What follows belongs to an exercise in optimizing a design on an open flow for small area, a short achievable clock period and few clock cycles per item; a production flow would make more cautious choices. Where RTL was checked, it was by simulation tests only, not by an equivalence proof against the original.

## build 35
==> flow/design.v (excerpt) <==
module rs_codec (
    input  wire         clk,
    input  wire         rst,         
    input  wire         req_valid,
    output wire         req_ready,
    input  wire         req_write,   
    input  wire [159:0] req_word,    
    output reg          rsp_valid,
    output reg  [159:0] rsp_word,
    output reg  [1:0]   rsp_nerr,
    output reg          rsp_uncorr
);
For scale: ~940 flip-flops, about 46,000 um2 of cells after synthesis.
==> flow/config.mk <==
export PLATFORM = sky130hd
export DESIGN_NAME = rs_codec
export DESIGN_NICKNAME = rs_codec
export VERILOG_FILES = /design/flow/design.v
export SDC_FILE = /design/flow/constraint.sdc
export NUM_CORES = 4
export LEC_CHECK = 0
export CAP_MARGIN = 20
export CORE_MARGIN = 2
export CORE_UTILIZATION = 60
export CTS_CLUSTER_DIAMETER = 100
export CTS_CLUSTER_SIZE = 25
export SLEW_MARGIN = 20
==> flow/constraint.sdc <==
create_clock -name core_clock -period 18.0 [get_ports {clk}]
set_input_delay 3.6000 -clock core_clock [delete_from_list [all_inputs] [get_ports {clk}]]
set_output_delay 3.6000 -clock core_clock [all_outputs]
set_load 0.01 [all_outputs]
standard.sh (not shown) runs the stock make flow with config.mk's settings and CLKGATE_MAP_FILE= SYNTH_SCRIPT=/design/flow/synth_recipe.tcl, a recipe that flattens the netlist after the stock synthesis.
==> flow/flow/run.sh <==
#!/bin/bash
set -uo pipefail
bash standard.sh SETUP_SLACK_MARGIN=13.45 "BUFFER_PORTS_ARGS=-buffer_cell sky130_fd_sc_hd__buf_1" finish > standard.log 2>&1
Testbench counts of build 35, summed over its fixed seeds: cycles 6,440, items 6,400.
### build 35 -> trial 45
- CORE_UTILIZATION changed from 60 to 55
==> flow/run.sh (new file) <==
#!/bin/bash
# synth_recipe.tcl (not shown) runs the flow's synth.tcl, then flattens the netlist and writes it again
# the make line also repeats each setting of config.mk as NAME=value (left out here)
make -C /OpenROAD-flow-scripts/flow DESIGN_CONFIG=/design/flow/config.mk WORK_HOME=/design/flow/orfs CLKGATE_MAP_FILE= SYNTH_SCRIPT=/design/flow/synth_recipe.tcl finish
removed: flow/flow/run.sh
removed: flow/standard.sh
Results
- Trial 45: full flow OK, the timing, DRC and antenna checks passed
- Utilization for trial 45: 5.5 points down relative to build 35
- In the reports for trial 45 and build 35, the larger met2 track utilization from global routing belongs to build 35.
- Delta (trial 45 minus build 35): total area of multi-input combinational cells moved down; final cell count moved up; time the final worst path needs with I/O delays and setup moved up.
- Non-clock buffer count in trial 45 is about 2.2% below build 35.
- Of trial 45 and build 35, the run reporting the lower final wirelength was build 35.
- Floorplan check, trial 45 vs build 35: die outline larger in trial 45
- The average wire per cell in the routed design of trial 45 exceeds that of build 35 by about 3.3%.

========
## run A
rs_codec, a different RTL version from the one above (not shown whole).
Size in the first run: ~330 I/O pins.
Settings: LEC_CHECK=0, CAP_MARGIN=20, CORE_MARGIN=2, CORE_UTILIZATION=60, CTS_BUF_LIST=sky130_fd_sc_hd__clkbuf_4 sky130_fd_sc_hd__clkbuf_8, SLEW_MARGIN=20; clock period 18.0 ns.
==> flow/flow/run.sh <==
#!/bin/bash
set -uo pipefail
bash standard.sh SETUP_SLACK_MARGIN=13.5 "BUFFER_PORTS_ARGS=-buffer_cell sky130_fd_sc_hd__buf_1" finish > standard.log 2>&1
Run A ran to completion and came out clean on the timing, DRC and antenna checks.
Edits applied to the flow inputs when going from run A to run E:
Settings: a deleted CTS_BUF_LIST that had been sky130_fd_sc_hd__clkbuf_4 sky130_fd_sc_hd__clkbuf_8.
==> run notes <==
The CTS buffer count reported for run E is smaller than that of run A by 38%.
Run E supports a higher top clock frequency than run A.
The sum of routed wire segments on met1 number comes out lower for run A vs run E.
No functional check of the RTL was part of any run of this note.

========
Another version of the RTL of rs_codec (not shown whole).
Size in the first run: about 4300 cells after synthesis, about 940 flip-flops, roughly 330 I/O pins, ~47000 um^2 of cells after synthesis.
export LEC_CHECK = 0
export CAP_MARGIN = 20
export CORE_MARGIN = 2
export CORE_UTILIZATION = 60
export CTS_CLUSTER_DIAMETER = 100
export CTS_CLUSTER_SIZE = 25
export SLEW_MARGIN = 20
create_clock -name core_clock -period 18.0 [get_ports {clk}]
==> flow/flow/run.sh <==
#!/bin/bash
set -uo pipefail
bash standard.sh SETUP_SLACK_MARGIN=13.3 "BUFFER_PORTS_ARGS=-buffer_cell sky130_fd_sc_hd__buf_1" finish > standard.log 2>&1
The starting point finished clean.
Testbench counts at the start, summed over its fixed seeds: cycles 6,440, items 6,400.
==> next run, changes <==
==> flow/flow/run.sh (replaced) <==
#!/bin/bash
set -uo pipefail
bash standard.sh SETUP_SLACK_MARGIN=13.5 "BUFFER_PORTS_ARGS=-buffer_cell sky130_fd_sc_hd__buf_1" finish > standard.log 2>&1
The changed run completed with no timing, DRC or antenna violations.
Global-route usage hardly moves.
Setup slack gets better by 0.0055 ns.
Sequential share of layout area drops by 0.16 points.
Clock-buffer cell count does not change.
Die area stays the same.
Design area increases slightly.
Flip-flop and latch count is unchanged.
Wire length barely changes.
Via count hardly moves.
==> next run, changes <==
==> flow/flow/run.sh (replaced) <==
#!/bin/bash
set -uo pipefail
bash standard.sh SETUP_SLACK_MARGIN=13.3 "BUFFER_PORTS_ARGS=-buffer_cell sky130_fd_sc_hd__buf_1" finish > standard.log 2>&1
CORE_UTILIZATION = 55   (was 60)
Result:
- setup slack stays flat
- via count came out lower by about 1.8%

========
RTL: one of the versions met above, not the one the previous note started from.
Size in the first run: about 4300 cells after synthesis.
clock: 18.0 ns
lec_check: 0
cap_margin: 20
core_margin: 2
core_utilization: 60
cts_cluster_diameter: 100
cts_cluster_size: 25
slew_margin: 20
==> flow/flow/run.sh <==
#!/bin/bash
set -uo pipefail
bash standard.sh SETUP_SLACK_MARGIN=13.3 "BUFFER_PORTS_ARGS=-buffer_cell sky130_fd_sc_hd__buf_1" finish > standard.log 2>&1
Testbench counts at the start, summed over its fixed seeds: cycles 6,440, items 6,400.
Rerun with:
==> flow/flow/run.sh (replaced) <==
#!/bin/bash
# The standard layout (the standard.sh, with the design's SDC), with three changes to how
# the layout is made:
# - synthesis is the standard flow's script unchanged but for ABC's mapping script (flow/synth_wrap.tcl,
#   flow/abc_map.script);
# - the setup repair of floorplan, CTS and global routing is asked to leave 13.3 ns of slack
#   on the 18 ns clock, so that it shortens the paths to about 4.7 ns;
# - every input and output port still gets a buffer, of the small sky130_fd_sc_hd__buf_1
#   (repair resizes it where timing needs) instead of the default clkdlybuf4s50_1.
set -uo pipefail
here=$(pwd)
orig=$(grep -o 'SYNTH_SCRIPT=[^ ]*' standard.sh | head -1 | cut -d= -f2-)
FLOW_ORIG_SYNTH="$orig" FLOW_ABC_SCRIPT="$here/flow/abc_map.script" \
  bash standard.sh "SYNTH_SCRIPT=$here/flow/synth_wrap.tcl" SETUP_SLACK_MARGIN=13.3 \
  "BUFFER_PORTS_ARGS=-buffer_cell sky130_fd_sc_hd__buf_1" finish > standard.log 2>&1
==> flow/flow/abc_map.script (new file) <==
&get -n
&st
&dch
&nf
&put
buffer -c
topo
stime -c
upsize -c
dnsize -c
==> flow/flow/synth_wrap.tcl (new file) <==
# The standard flow's synthesis script (the one standard.sh names, in FLOW_ORIG_SYNTH), unchanged, except
# that ABC maps the logic with flow/abc_map.script (one choice-based mapping,
# then buffering and sizing for the ABC_CLOCK_PERIOD_IN_PS target) in place of ORFS's
# abc_speed.script. Registers are mapped before ABC, as in the standard synthesis.
proc abc {args} {
  set i [lsearch -exact $args -script]
  if {$i >= 0} { lset args [expr {$i + 1}] $::env(FLOW_ABC_SCRIPT) }
  yosys abc {*}$args
}
source $::env(FLOW_ORIG_SYNTH)
ABC_CLOCK_PERIOD_IN_PS = 4500   (was default)
Effect:
- The changed run finished clean
- global-route usage decreases by 0.90 points
- utilization rose by 0.62 points
- wire length decreases by 4.0%
- cell count grows by 0.32%
- first-iteration DRC count went up by 0.32%
- final area came out lower by 1.4%
- setup slack gains 0.051 ns
- maximum frequency climbs by about 1.1%
Rerun with:
==> flow/flow/run.sh (replaced) <==
#!/bin/bash
set -uo pipefail
bash standard.sh SETUP_SLACK_MARGIN=13.3 "BUFFER_PORTS_ARGS=-buffer_cell sky130_fd_sc_hd__buf_1" finish > standard.log 2>&1
ABC_CLOCK_PERIOD_IN_PS = default   (was 4500)
CORE_UTILIZATION = 55   (was 60)
removed: flow/flow/abc_map.script
removed: flow/flow/synth_wrap.tcl
Result: Setup slack gets worse by 0.085 ns; non-clock buffer count drops by 23; hold slack gets better by 0.0093 ns; global-route usage drops by 0.71 points; first-iteration DRC count climbs by a few percent; final area climbs slightly.

========
Setup of before:
Another version of the RTL of rs_codec (not shown whole).
Size: ~4500 cells after synthesis, about 330 I/O pins.
export LEC_CHECK = 0
export CAP_MARGIN = 20
export CORE_MARGIN = 2
export CORE_UTILIZATION = 60
export SLEW_MARGIN = 20
create_clock -name core_clock -period 18.0 [get_ports {clk}]
==> flow/flow/run.sh <==
#!/bin/bash
# The standard layout (the standard.sh: ORFS synthesis to finish, unchanged), with the
# setup repair of floorplan, CTS and global routing asked to leave 13.5 ns of slack on the
# 18 ns clock, so that it shortens the paths to about 4.5 ns. The SDC is the design's.
set -uo pipefail
bash standard.sh SETUP_SLACK_MARGIN=13.5 finish > standard.log 2>&1
before: PASS, flow complete, no timing, DRC or antenna violations
Edits applied to the flow inputs when going from before to after:
- swapping 60 for 65 in CORE_UTILIZATION
==> flow/flow/run.sh <==
#!/bin/bash
set -uo pipefail
bash standard.sh SETUP_SLACK_MARGIN=13.3 "BUFFER_PORTS_ARGS=-buffer_cell sky130_fd_sc_hd__buf_1" finish > standard.log 2>&1
==> run notes <==
- after | stages: all done | timing, DRC, antenna: all pass
- before finished every stage and its layout cleared the timing, DRC and antenna checks.
- In after relative to before, total met3 wirelength after detailed routing had gone up by more than half.
- Comparing after against before, there is no change at all in maximum buffer depth of the clock tree.
- after does better than before on final area.
- Diff before -> after | detailed route wirelength on metal2 | increase of 11%
- Critical path class = flip-flop to flip-flop: after; critical path class = flip-flop to output port: before
- Relative to before, the die outline height measured on after has decreased by a few percent.
- after does worse than before on routed wire length.
- Buffering overhead sits lower in after than in before.
- Per the comparison of after with before, share of final layout cell area taken by clock buffers and inverters has remained practically unchanged, final worst-path setup slack went down.
No run of this note included a check of the RTL's function; only the layout flow was run.

re-timing with driven ports:
The results above use ideal ports. As a check the final layouts listed here were re-extracted and re-timed, cells and wires unchanged. Step 1 (the two cells are an assumption about what drives the block):
set clk [get_ports {clk}]
set_driving_cell -lib_cell sky130_fd_sc_hd__clkbuf_16 $clk
set_driving_cell -lib_cell sky130_fd_sc_hd__buf_2 [delete_from_list [all_inputs] $clk]
Step 2 adds t to the input delays and takes it off the output delays; t is the mean of the earliest and latest rising clock arrival at the registers after step 1. Input paths then give back, and output paths get back, about the clock's delay inside the block. Three values: ideal ports, drivers, drivers and shift; two values: the first two.
| run | t (ns) | slack for setup (ns) | hold WS [ns] | worst setup path after step 2 | clock arrival spread, ns |
|---|---|---|---|---|---|
| build 35 | 0.704 | 13.183 / 13.114 / 13.430 | 0.312 / 0.312 / 0.312 | register to register | 0.056 / 0.056 |
| trial 45 | 0.716 | 12.502 / 12.429 / 12.759 | 0.285 / 0.285 / 0.285 | register to register | 0.052 / 0.052 |
| run A | 0.883 | 13.072 / 13.001 / 13.465 | 0.288 / 0.288 / 0.288 | register to register | 0.054 / 0.055 |
| run E | 0.740 | 13.219 / 13.143 / 13.487 | 0.272 / 0.272 / 0.272 | register to register | 0.081 / 0.082 |
| the first run of note 3 | 0.712 | 13.225 / 13.155 / 13.293 | 0.296 / 0.296 / 0.296 | register to register | 0.062 / 0.062 |
| the second run of note 3 | 0.710 | 13.231 / 13.160 / 13.385 | 0.293 / 0.293 / 0.293 | register to register | 0.063 / 0.063 |
| the third run of note 3 | 0.708 | 13.231 / 13.160 / 13.307 | 0.306 / 0.306 / 0.306 | register to register | 0.061 / 0.061 |
| the first run of note 4 | 0.705 | 13.188 / 13.118 / 13.324 | 0.317 / 0.317 / 0.317 | register to register | 0.056 / 0.055 |
| the second run of note 4 | 0.711 | 13.240 / 13.173 / 13.384 | 0.303 / 0.303 / 0.303 | register to register | 0.051 / 0.051 |
| the third run of note 4 | 0.719 | 13.155 / 13.083 / 13.269 | 0.313 / 0.313 / 0.313 | register to register | 0.056 / 0.056 |
| before | 0.738 | 13.212 / 13.140 / 13.494 | 0.297 / 0.297 / 0.297 | register to register | 0.058 / 0.058 |
| after | 0.735 | 12.959 / 12.959 / 12.959 | 0.296 / 0.296 / 0.296 | register to register | 0.106 / 0.105 |
After both steps setup and hold are still met in every run listed.
